Background: an optimization exercise with open tools, aiming at small area, a short achievable clock period and few clock cycles per item. Do not read the settings as production practice.
RTL that was checked went through simulation tests only; none was proved equivalent to the original.
No activity file was given, so power comes from the tool's default toggle rates.

## stripe_pq
module stripe_pq (
  input  wire        clk,
  input  wire        rst,
  input  wire        in_valid,
  output wire        in_ready,
  input  wire [63:0] in_data,
  input  wire [5:0]  cfg_n,        
  input  wire [4:0]  cfg_ppos,     
  input  wire [1:0]  cfg_nlost,    
  input  wire [4:0]  cfg_lost0,
  input  wire [4:0]  cfg_lost1,
  output wire        out_valid,
  input  wire        out_ready,
  output wire [63:0] out_a,
  output wire [63:0] out_b
);
  function automatic [7:0] gf_mul(input [7:0] a, input [7:0] b);
    integer i;
    reg [7:0] p, aa;
    begin
      p  = 8'h00;
      aa = a;
      for (i = 0; i < 8; i = i + 1) begin
        if (b[i]) p = p ^ aa;
        aa = {aa[6:0], 1'b0} ^ (aa[7] ? 8'h1D : 8'h00);
      end
      gf_mul = p;
    end
  endfunction
  function automatic [7:0] gf_x(input [7:0] a);        
    gf_x = {a[6:0], 1'b0} ^ (a[7] ? 8'h1D : 8'h00);
  endfunction
  function automatic [7:0] gf_xi(input [7:0] a);       
    gf_xi = {1'b0, a[7:1]} ^ (a[0] ? 8'h8E : 8'h00);
  endfunction
  function automatic [63:0] gf_x8(input [63:0] w);
    integer i;
    begin
      for (i = 0; i < 8; i = i + 1) gf_x8[8*i +: 8] = gf_x(w[8*i +: 8]);
    end
  endfunction
  function automatic [63:0] gf_xi8(input [63:0] w);
    integer i;
    begin
      for (i = 0; i < 8; i = i + 1) gf_xi8[8*i +: 8] = gf_xi(w[8*i +: 8]);
    end
  endfunction
  function automatic [63:0] gf_mul8(input [63:0] w, input [7:0] c);
    integer i;
    begin
      for (i = 0; i < 8; i = i + 1) gf_mul8[8*i +: 8] = gf_mul(w[8*i +: 8], c);
    end
  endfunction
  function automatic [7:0] tp(input [4:0] d);
    begin
  ...
==> flow/config.mk <==
export PLATFORM = sky130hd
export DESIGN_NAME = stripe_pq
export DESIGN_NICKNAME = stripe_pq
export VERILOG_FILES = /design/flow/design.v
export SDC_FILE = /design/flow/constraint.sdc
export NUM_CORES = 4
export LEC_CHECK = 0
export ABC_CLOCK_PERIOD_IN_PS = 3000
export CAP_MARGIN = 20
export CORE_MARGIN = 2
export CORE_UTILIZATION = 50
export PLACE_DENSITY = 0.6
export SETUP_SLACK_MARGIN = 5
export SLEW_MARGIN = 20
==> flow/constraint.sdc <==
create_clock -name core_clock -period 10.0 [get_ports {clk}]
set_input_delay 2.0000 -clock core_clock [delete_from_list [all_inputs] [get_ports {clk}]]
set_output_delay 2.0000 -clock core_clock [all_outputs]
set_load 0.01 [all_outputs]
standard.sh (not shown) runs the stock make flow with config.mk's settings and CLKGATE_MAP_FILE= SYNTH_SCRIPT=/design/flow/synth_recipe.tcl, a recipe that flattens the netlist after the stock synthesis.
==> flow/flow/run.sh <==
#!/bin/bash
set -euo pipefail
bash standard.sh synth > flow_synth.log 2>&1
bash standard.sh 'BUFFER_PORTS_ARGS=-buffer_cell sky130_fd_sc_hd__buf_4' SETUP_SLACK_MARGIN=6.6 finish > flow_finish.log 2>&1
The baseline produced a clean layout.
Next try:
==> flow/run.sh (new file) <==
#!/bin/bash
# synth_recipe.tcl (not shown) runs the flow's synth.tcl, then flattens the netlist and writes it again
# the make line also repeats each setting of config.mk as NAME=value (left out here)
make -C /OpenROAD-flow-scripts/flow DESIGN_CONFIG=/design/flow/config.mk WORK_HOME=/design/flow/orfs CLKGATE_MAP_FILE= SYNTH_SCRIPT=/design/flow/synth_recipe.tcl finish
removed: flow/flow/run.sh
removed: flow/standard.sh
Outcome: Worst hold slack degrades by 0.0032 ns. Clock-buffer cell count went down by 3. Flip-flop and latch count stays the same. Final cell count went down by 8.7%. Register-to-register slack degrades by 0.99 ns. Die area does not change. Setup slack degrades by 0.99 ns.
Function was not checked in any run of this note: the RTL went through the layout flow alone.

Another version of the RTL of stripe_pq (not shown whole).
Size: about 3300 cells after synthesis, ~450 flip-flops, roughly 220 I/O pins, about 26000 um2 of cells after synthesis.
==> flow/config.mk <==
export PLATFORM = sky130hd
export DESIGN_NAME = stripe_pq
export DESIGN_NICKNAME = stripe_pq
export VERILOG_FILES = /design/flow/design.v
export SDC_FILE = /design/flow/constraint.sdc
export NUM_CORES = 4
export LEC_CHECK = 0
export ABC_CLOCK_PERIOD_IN_PS = 3000
export CAP_MARGIN = 20
export CORE_MARGIN = 2
export CORE_UTILIZATION = 50
export CTS_BUF_LIST = sky130_fd_sc_hd__clkbuf_8
export PLACE_DENSITY = 0.6
export SETUP_SLACK_MARGIN = 5
export SLEW_MARGIN = 20
==> flow/constraint.sdc <==
create_clock -name core_clock -period 10.0 [get_ports {clk}]
set_input_delay 2.0000 -clock core_clock [delete_from_list [all_inputs] [get_ports {clk}]]
set_output_delay 2.0000 -clock core_clock [all_outputs]
set_load 0.01 [all_outputs]
==> flow/flow/run.sh <==
#!/bin/bash
set -euo pipefail
bash standard.sh synth > flow_synth.log 2>&1
bash standard.sh 'BUFFER_PORTS_ARGS=-buffer_cell sky130_fd_sc_hd__buf_2' SETUP_SLACK_MARGIN=6.7 finish > flow_finish.log 2>&1
The baseline completed with no timing, DRC or antenna violations.
Testbench counts at the start, summed over its fixed seeds: cycles 25,354, items 1,200.
Rerun with:
==> flow/flow/run.sh (replaced) <==
#!/bin/bash
set -euo pipefail
bash standard.sh synth > flow_synth.log 2>&1
bash standard.sh 'BUFFER_PORTS_ARGS=-buffer_cell sky130_fd_sc_hd__buf_2' SETUP_SLACK_MARGIN=6.6 finish > flow_finish.log 2>&1
Settings changed: TNS_END_PERCENT from default to 30.
Result:
- via count is higher by 0.93%
- routed wire length went down by 1.0%
- core utilization goes down by 0.99 points
- cell count hardly moves
- critical path depth came out lower by 9
- design area decreases by 1.7%
Rerun with:
Settings changed: CORE_UTILIZATION 50 to 55, GPL_ROUTABILITY_DRIVEN from default to 0, PLACE_DENSITY 0.6 to 0.65, TNS_END_PERCENT 30 to default.
After rerunning: The new run produced a clean layout. Flip-flop and latch count stays the same. Setup slack improves by 0.12 ns. Clock power barely changes.

re-timing with driven ports:
The results above use ideal ports. As a check the final layouts listed here were re-extracted and re-timed, cells and wires unchanged.
Step 1 assumes that a clkbuf_16 drives the clock port and a buf_2 every other input.
Step 2 moves the port delays by t, midway between the first and last clock arrival at a register: inputs arrive t later, outputs are due t later. That takes back most of the time a late clock gives input paths.
a / b / c = no drivers / after step 1 / after step 2; a / b = the first two.
run | shift t [ns] | setup slack, ns | worst setup path at the end | worst slew at a driven data input, ns
the first run of note 1 | 0.706 | 6.112 / 6.112 / 6.056 | input to register | 0.08
the second run of note 1 | 0.722 | 5.123 / 5.123 / 5.123 | register to register | 0.07
the first run of note 2 | 0.735 | 6.682 / 6.650 / 5.968 | input to register | 0.09
the second run of note 2 | 0.729 | 6.444 / 6.384 / 5.851 | input to register | 0.07
the third run of note 2 | 0.739 | 6.559 / 6.523 / 5.851 | input to register | 0.06
After both steps setup and hold are still met in every run listed. For the first run of note 2, which loses most, drivers alone change the setup slack by -0.032 ns; drivers and shift together by -0.714 ns.
